What follows belongs to an exercise in optimizing a design on an open flow for small area and a short achievable clock period; a production flow would make more cautious choices. Where RTL was checked, it was by simulation tests only, not by an equivalence proof against the original.

==> run a <==
Design ecc80_codec, start of the top module:
module ecc80_codec (
    input  wire        clk,
    input  wire        rst,
    input  wire        enc_valid_i,
    input  wire [63:0] enc_data_i,
    output reg         enc_valid_o,
    output reg  [15:0] enc_check_o,
    input  wire        dec_valid_i,
    input  wire [79:0] dec_cw_i,
    output reg         dec_valid_o,
    output reg  [63:0] dec_data_o,
    output reg  [15:0] dec_check_o,
    output reg  [1:0]  dec_err_o
);
    wire [235:0] exa;
    assign exa[0] = enc_data_i[11] ^ enc_data_i[57];
    assign exa[1] = enc_data_i[44] ^ exa[0];
    assign exa[2] = enc_data_i[24] ^ enc_data_i[29];
    assign exa[3] = enc_data_i[6] ^ enc_data_i[31];
    assign exa[4] = enc_data_i[25] ^ enc_data_i[47];
    assign exa[5] = enc_data_i[43] ^ enc_data_i[45];
    assign exa[6] = enc_data_i[30] ^ exa[4];
    assign exa[7] = enc_data_i[1] ^ enc_data_i[10];
    assign exa[8] = enc_data_i[22] ^ enc_data_i[63];
    assign exa[9] = enc_data_i[13] ^ enc_data_i[46];
    assign exa[10] = enc_data_i[12] ^ enc_data_i[48];
    assign exa[11] = enc_data_i[19] ^ enc_data_i[21];
    assign exa[12] = enc_data_i[4] ^ enc_data_i[9];
    assign exa[13] = enc_data_i[26] ^ exa[1];
    assign exa[14] = enc_data_i[5] ^ enc_data_i[60];
    assign exa[15] = enc_data_i[23] ^ enc_data_i[40];
    assign exa[16] = enc_data_i[49] ^ enc_data_i[62];
    assign exa[17] = enc_data_i[32] ^ exa[13];
    assign exa[18] = enc_data_i[50] ^ enc_data_i[53];
    assign exa[19] = enc_data_i[0] ^ enc_data_i[38];
    assign exa[20] = exa[5] ^ exa[10];
    assign exa[21] = enc_data_i[41] ^ exa[9];
    assign exa[22] = enc_data_i[18] ^ enc_data_i[20];
    assign exa[23] = enc_data_i[2] ^ enc_data_i[3];
    assign exa[24] = enc_data_i[27] ^ enc_data_i[58];
    assign exa[25] = exa[2] ^ exa[6];
    assign exa[26] = enc_data_i[17] ^ enc_data_i[52];
    assign exa[27] = enc_data_i[54] ^ exa[8];
    assign exa[28] = enc_data_i[39] ^ exa[12];
  ...
export LEC_CHECK = 0
export CAP_MARGIN = 20
export CORE_MARGIN = 2
export CORE_UTILIZATION = 55
export PLACE_DENSITY = 0.7
export SLEW_MARGIN = 70
create_clock -name core_clock -period 22.0 [get_ports {clk}]
standard.sh (not shown) runs the stock make flow with config.mk's settings and CLKGATE_MAP_FILE= SYNTH_SCRIPT=/design/flow/synth_recipe.tcl, a recipe that flattens the netlist after the stock synthesis.
==> flow/flow/run.sh <==
#!/bin/bash
# The standard layout (the standard.sh), with four changes:
#  - synthesis maps the logic with flow/abc_map.script (an area-oriented ABC
#    mapping: dch, map -a, then ABC's own buffering and sizing) in place of
#    ORFS's abc_speed.script. It runs on a copy of ORFS's scripts folder in
#    which only abc_speed.script is replaced; flip-flops are mapped before ABC
#    runs, so the registers are exactly those of the standard synthesis;
#  - synthesis runs without Yosys's extract_fa (ADDER_MAP_FILE empty), so the
#    parity and GF(2^7) logic is not cut into half-adder cells before ABC;
#  - clock tree synthesis runs without dummy loads (-dont_use_dummy_load);
#  - the buffers that buffer_ports puts on every input and output port are
#    sky130_fd_sc_hd__buf_1 instead of the cell OpenROAD picks by default.
# Each make call's whole output goes to its own log in the work folder
# (synth.log, standard.log); ORFS also keeps each step's log under orfs/logs/.
set -euo pipefail
cd "$(dirname "$0")/.."
rm -rf synth_scripts
cp -r "$FLOW_HOME/scripts" synth_scripts
cp flow/abc_map.script synth_scripts/abc_speed.script
bash standard.sh "ADDER_MAP_FILE=" "SCRIPTS_DIR=$PWD/synth_scripts" synth > synth.log 2>&1
bash standard.sh "ADDER_MAP_FILE=" "BUFFER_PORTS_ARGS=-buffer_cell sky130_fd_sc_hd__buf_1" \
    "CTS_ARGS=-sink_clustering_enable -repair_clock_nets -dont_use_dummy_load" finish > standard.log 2>&1
==> flow/flow/abc_map.script <==
strash
dch
map -a
topo
stime -c
buffer -c
upsize -c
dnsize -c
==> run b: changes against run a <==
--- a/flow/design.v
+++ b/flow/design.v
@@ -841,93 +841,93 @@
     assign y[1] = wv[2] ^ wv[3] ^ wv[4] ^ wv[6];
     assign y[2] = wv[3] ^ wv[4] ^ wv[6];
     assign y[3] = wv[5] ^ wv[6];
     assign y[4] = wv[1] ^ wv[2] ^ wv[4];
     assign y[5] = wv[3] ^ wv[5] ^ wv[6];
     assign y[6] = wv[3] ^ wv[6];
+    wire [6:0] x1 = gf_mul(s1, y);
+    wire [6:0] x2 = x1 ^ s1;
     reg  v_q2;
     reg  [79:0] r_q2;
     reg  sp_q2;
     reg  t_q2;
-    reg  [6:0] s1_q2;
     reg  clean_q2;
     reg  wunit_q2;
     reg  wtr_q2;
-    reg  [6:0] y_q2;
+    reg  [6:0] x1_q2;
+    reg  [6:0] x2_q2;
     always @(posedge clk) begin
         v_q2 <= v_q1 & ~rst;
         r_q2 <= r_q1;
         sp_q2 <= sp;
         t_q2 <= t;
-        s1_q2 <= s1;
         clean_q2 <= clean;
         wunit_q2 <= wunit;
         wtr_q2 <= wtr;
-        y_q2 <= y;
+        x1_q2 <= x1;
+        x2_q2 <= x2;
     end
-    wire [6:0] x1 = gf_mul(s1_q2, y_q2);
-    wire [6:0] x2 = x1 ^ s1_q2;
-    wire ok1 = pos_ok(x1);
-    wire ok2 = pos_ok(x2);
-    wire ch1 = pos_chk(x1);
-    wire ch2 = pos_chk(x2);
+    wire ok1 = pos_ok(x1_q2);
+    wire ok2 = pos_ok(x2_q2);
+    wire ch1 = pos_chk(x1_q2);
+    wire ch2 = pos_chk(x2_q2);
     wire one = sp_q2 & wunit_q2 & ok2;
     wire two = ~sp_q2 & ~clean_q2 & wtr_q2 & ok1 & ok2 & (t_q2 == (ch1 ^ ch2));
     wire fix = one | two;
     wire [79:0] flip;
     assign flip[79] = (clean_q2 & t_q2) | (one & (t_q2 ^ ch2));
     wire [15:0] h1, h2;
     wire [7:0]  l1, l2;
-    assign h1[0] = (x1[6:3] == 4'd0);
-    assign h2[0] = (x2[6:3] == 4'd0);
-    assign h1[1] = (x1[6:3] == 4'd1);
-    assign h2[1] = (x2[6:3] == 4'd1);
-    assign h1[2] = (x1[6:3] == 4'd2);
-    assign h2[2] = (x2[6:3] == 4'd2);
-    assign h1[3] = (x1[6:3] == 4'd3);
-    assign h2[3] = (x2[6:3] == 4'd3);
-    assign h1[4] = (x1[6:3] == 4'd4);
-    assign h2[4] = (x2[6:3] == 4'd4);
-    assign h1[5] = (x1[6:3] == 4'd5);
-    assign h2[5] = (x2[6:3] == 4'd5);
-    assign h1[6] = (x1[6:3] == 4'd6);
-    assign h2[6] = (x2[6:3] == 4'd6);
-    assign h1[7] = (x1[6:3] == 4'd7);
-    assign h2[7] = (x2[6:3] == 4'd7);
-    assign h1[8] = (x1[6:3] == 4'd8);
-    assign h2[8] = (x2[6:3] == 4'd8);
-    assign h1[9] = (x1[6:3] == 4'd9);
-    assign h2[9] = (x2[6:3] == 4'd9);
-    assign h1[10] = (x1[6:3] == 4'd10);
-    assign h2[10] = (x2[6:3] == 4'd10);
-    assign h1[11] = (x1[6:3] == 4'd11);
-    assign h2[11] = (x2[6:3] == 4'd11);
-    assign h1[12] = (x1[6:3] == 4'd12);
-    assign h2[12] = (x2[6:3] == 4'd12);
-    assign h1[13] = (x1[6:3] == 4'd13);
-    assign h2[13] = (x2[6:3] == 4'd13);
-    assign h1[14] = (x1[6:3] == 4'd14);
-    assign h2[14] = (x2[6:3] == 4'd14);
-    assign h1[15] = (x1[6:3] == 4'd15);
-    assign h2[15] = (x2[6:3] == 4'd15);
-    assign l1[0] = fix & (x1[2:0] == 3'd0);
-    assign l2[0] = fix & (x2[2:0] == 3'd0);
-    assign l1[1] = fix & (x1[2:0] == 3'd1);
-    assign l2[1] = fix & (x2[2:0] == 3'd1);
-    assign l1[2] = fix & (x1[2:0] == 3'd2);
-    assign l2[2] = fix & (x2[2:0] == 3'd2);
-    assign l1[3] = fix & (x1[2:0] == 3'd3);
-    assign l2[3] = fix & (x2[2:0] == 3'd3);
-    assign l1[4] = fix & (x1[2:0] == 3'd4);
-    assign l2[4] = fix & (x2[2:0] == 3'd4);
-    assign l1[5] = fix & (x1[2:0] == 3'd5);
-    assign l2[5] = fix & (x2[2:0] == 3'd5);
-    assign l1[6] = fix & (x1[2:0] == 3'd6);
-    assign l2[6] = fix & (x2[2:0] == 3'd6);
-    assign l1[7] = fix & (x1[2:0] == 3'd7);
-    assign l2[7] = fix & (x2[2:0] == 3'd7);
+    assign h1[0] = (x1_q2[6:3] == 4'd0);
+    assign h2[0] = (x2_q2[6:3] == 4'd0);
+    assign h1[1] = (x1_q2[6:3] == 4'd1);
+    assign h2[1] = (x2_q2[6:3] == 4'd1);
+    assign h1[2] = (x1_q2[6:3] == 4'd2);
+    assign h2[2] = (x2_q2[6:3] == 4'd2);
+    assign h1[3] = (x1_q2[6:3] == 4'd3);
+    assign h2[3] = (x2_q2[6:3] == 4'd3);
+    assign h1[4] = (x1_q2[6:3] == 4'd4);
+    assign h2[4] = (x2_q2[6:3] == 4'd4);
+    assign h1[5] = (x1_q2[6:3] == 4'd5);
+    assign h2[5] = (x2_q2[6:3] == 4'd5);
+    assign h1[6] = (x1_q2[6:3] == 4'd6);
+    assign h2[6] = (x2_q2[6:3] == 4'd6);
+    assign h1[7] = (x1_q2[6:3] == 4'd7);
+    assign h2[7] = (x2_q2[6:3] == 4'd7);
+    assign h1[8] = (x1_q2[6:3] == 4'd8);
+    assign h2[8] = (x2_q2[6:3] == 4'd8);
+    assign h1[9] = (x1_q2[6:3] == 4'd9);
+    assign h2[9] = (x2_q2[6:3] == 4'd9);
+    assign h1[10] = (x1_q2[6:3] == 4'd10);
+    assign h2[10] = (x2_q2[6:3] == 4'd10);
+    assign h1[11] = (x1_q2[6:3] == 4'd11);
+    assign h2[11] = (x2_q2[6:3] == 4'd11);
+    assign h1[12] = (x1_q2[6:3] == 4'd12);
+    assign h2[12] = (x2_q2[6:3] == 4'd12);
+    assign h1[13] = (x1_q2[6:3] == 4'd13);
+    assign h2[13] = (x2_q2[6:3] == 4'd13);
+    assign h1[14] = (x1_q2[6:3] == 4'd14);
+    assign h2[14] = (x2_q2[6:3] == 4'd14);
+    assign h1[15] = (x1_q2[6:3] == 4'd15);
+    assign h2[15] = (x2_q2[6:3] == 4'd15);
+    assign l1[0] = fix & (x1_q2[2:0] == 3'd0);
+    assign l2[0] = fix & (x2_q2[2:0] == 3'd0);
+    assign l1[1] = fix & (x1_q2[2:0] == 3'd1);
+    assign l2[1] = fix & (x2_q2[2:0] == 3'd1);
+    assign l1[2] = fix & (x1_q2[2:0] == 3'd2);
+    assign l2[2] = fix & (x2_q2[2:0] == 3'd2);
+    assign l1[3] = fix & (x1_q2[2:0] == 3'd3);
+    assign l2[3] = fix & (x2_q2[2:0] == 3'd3);
+    assign l1[4] = fix & (x1_q2[2:0] == 3'd4);
+    assign l2[4] = fix & (x2_q2[2:0] == 3'd4);
+    assign l1[5] = fix & (x1_q2[2:0] == 3'd5);
+    assign l2[5] = fix & (x2_q2[2:0] == 3'd5);
+    assign l1[6] = fix & (x1_q2[2:0] == 3'd6);
+    assign l2[6] = fix & (x2_q2[2:0] == 3'd6);
+    assign l1[7] = fix & (x1_q2[2:0] == 3'd7);
+    assign l2[7] = fix & (x2_q2[2:0] == 3'd7);
     assign flip[64] = (h1[0] & l1[1]) | (h2[0] & l2[1]);
     assign flip[65] = (h1[0] & l1[2]) | (h2[0] & l2[2]);
     assign flip[66] = (h1[0] & l1[4]) | (h2[0] & l2[4]);
     assign flip[67] = (h1[1] & l1[0]) | (h2[1] & l2[0]);
     assign flip[68] = (h1[2] & l1[0]) | (h2[2] & l2[0]);
     assign flip[69] = (h1[4] & l1[0]) | (h2[4] & l2[0]);
==> flow/flow/run.sh (replaced) <==
#!/bin/bash
# The standard layout (the standard.sh), with four changes:
#  - synthesis maps the logic with flow/abc_map.script (an area-oriented ABC
#    mapping: dch, map -a, then ABC's own buffering and sizing) in place of
#    ORFS's abc_speed.script. It runs on a copy of ORFS's scripts folder in
#    which only abc_speed.script is replaced; flip-flops are mapped before ABC
#    runs, so the registers are exactly those of the standard synthesis;
#  - synthesis runs without Yosys's extract_fa (ADDER_MAP_FILE empty), so the
#    parity and GF(2^7) logic is not cut into half-adder cells before ABC;
#  - clock tree synthesis runs without dummy loads (-dont_use_dummy_load),
#    with sink clusters of at most 25 sinks and 70 um;
#  - the buffers that buffer_ports puts on every input and output port are
#    sky130_fd_sc_hd__buf_1 instead of the cell OpenROAD picks by default.
# Each make call's whole output goes to its own log in the work folder
# (synth.log, standard.log); ORFS also keeps each step's log under orfs/logs/.
set -euo pipefail
cd "$(dirname "$0")/.."
rm -rf synth_scripts
cp -r "$FLOW_HOME/scripts" synth_scripts
cp flow/abc_map.script synth_scripts/abc_speed.script
bash standard.sh "ADDER_MAP_FILE=" "SCRIPTS_DIR=$PWD/synth_scripts" synth > synth.log 2>&1
bash standard.sh "ADDER_MAP_FILE=" "BUFFER_PORTS_ARGS=-buffer_cell sky130_fd_sc_hd__buf_1" \
    "CTS_ARGS=-sink_clustering_enable -repair_clock_nets -dont_use_dummy_load -sink_clustering_size 25 -sink_clustering_max_diameter 70" finish > standard.log 2>&1
==> run c: changes against run a <==
==> flow/flow/run.sh (replaced) <==
#!/bin/bash
# The standard layout (the standard.sh), with four changes:
#  - synthesis maps the logic with flow/abc_map.script (an area-oriented ABC
#    mapping: dch, map -a, then ABC's own buffering and sizing) in place of
#    ORFS's abc_speed.script. It runs on a copy of ORFS's scripts folder in
#    which only abc_speed.script is replaced; flip-flops are mapped before ABC
#    runs, so the registers are exactly those of the standard synthesis;
#  - synthesis runs without Yosys's extract_fa (ADDER_MAP_FILE empty), so the
#    parity and GF(2^7) logic is not cut into half-adder cells before ABC;
#  - clock tree synthesis runs without dummy loads (-dont_use_dummy_load),
#    with sink clusters of at most 25 sinks and 70 um;
#  - the buffers that buffer_ports puts on every input and output port are
#    sky130_fd_sc_hd__buf_1 instead of the cell OpenROAD picks by default.
# Each make call's whole output goes to its own log in the work folder
# (synth.log, standard.log); ORFS also keeps each step's log under orfs/logs/.
set -euo pipefail
cd "$(dirname "$0")/.."
rm -rf synth_scripts
cp -r "$FLOW_HOME/scripts" synth_scripts
cp flow/abc_map.script synth_scripts/abc_speed.script
bash standard.sh "ADDER_MAP_FILE=" "SCRIPTS_DIR=$PWD/synth_scripts" synth > synth.log 2>&1
bash standard.sh "ADDER_MAP_FILE=" "BUFFER_PORTS_ARGS=-buffer_cell sky130_fd_sc_hd__buf_1" \
    "CTS_ARGS=-sink_clustering_enable -repair_clock_nets -dont_use_dummy_load -sink_clustering_size 25 -sink_clustering_max_diameter 70" finish > standard.log 2>&1
SLEW_MARGIN = 40   (was 70)
==> qor summary <==
Run status: run c no timing/DRC/antenna violations; run a no timing/DRC/antenna violations; run b no timing/DRC/antenna violations
Top-count cell post-synth: run c xor2_1; run a xor2_1; run b dfxtp_1
Buf+Inv Stages, Crit Path: run c 6; run a 1; run b 4
Area added between synthesis and finish: run c 11.3%; run a 16.4%; run b 14.3%
Timing startpoint of the critical path: run c s1_q2[6]$_DFF_P_; run a dec_cw_i[60]; run b pc_q1[1]$_DFF_P_
Max Freq: run c 161 MHz; run a 168 MHz; run b 149 MHz
Fraction of met3 tracks used by global routing: run c 0.0441; run a 0.0469; run b 0.0496
Multi-input combinational area share: run c 0.491; run a 0.494; run b 0.501
Pre-CTS setup slack: run c 15.54 ns; run a 15.61 ns; run b 15.47 ns
HPWL reported at the end of detailed placement: run c 40200 um; run a 40600 um; run b 39300 um
Most common cell type on the critical path: run c xor2_1; run a -; run b xor2_1
Clock net sink count: run c 355; run a 355; run b 358
Global-route usage over all layers: run c 0.309; run a 0.312; run b 0.292
Detailed route wirelength on metal3: run c 4410 um; run a 4200 um; run b 4450 um
Net count of the finished layout: run c 2166; run a 2188; run b 2204
Final critical path time including I/O delays and setup: run c 6.21 ns; run a 5.96 ns; run b 6.72 ns
Post-detailed-route wirelength per cell: run c 20.7 um; run a 20.9 um; run b 20.0 um
Avg Inst Size Synth: run c 9.49 um^2; run a 9.49 um^2; run b 9.48 um^2
Data required, critical path: run c 22.37 ns; run a 22.41 ns; run b 22.41 ns
Post-layout instance count excluding filler cells: run c 2406; run a 2428; run b 2452
Final Routed Wirelength: run c 49900 um; run a 50700 um; run b 49000 um
The RTL of run b was laid out without a check of its function.

## what the ideal ports hide
No port has a modelled driver above. Below, the same layouts with a new extraction and two added sets of constraints. Step 1: set_driving_cell puts a clkbuf_16 on clk and a buf_2 on each other input, an assumption about the parent block. Step 2 times the ports against the registers' clock, not the clock port: input delays grow and output delays shrink by t, the midpoint of the rising clock arrivals with the driver on. a / b / c = no drivers / after step 1 / after step 2; a / b = the first two.
| run | shift t [ns] | slack for setup (ns) | hold slack, ns | worst setup path after step 2 |
|---|---|---|---|---|
| run a | 0.540 | 16.037 / 16.065 / 15.524 | 0.312 / 0.312 / 0.312 | input to register |
| run b | 0.564 | 15.284 / 15.284 / 15.284 | 0.273 / 0.273 / 0.273 | register to register |
| run c | 0.563 | 15.786 / 15.786 / 15.438 | 0.262 / 0.262 / 0.262 | input to register |
After both steps every run listed still meets setup and hold. The setup slack of run a, which loses most, moves by +0.028 ns with the drivers and by -0.513 ns with both steps.
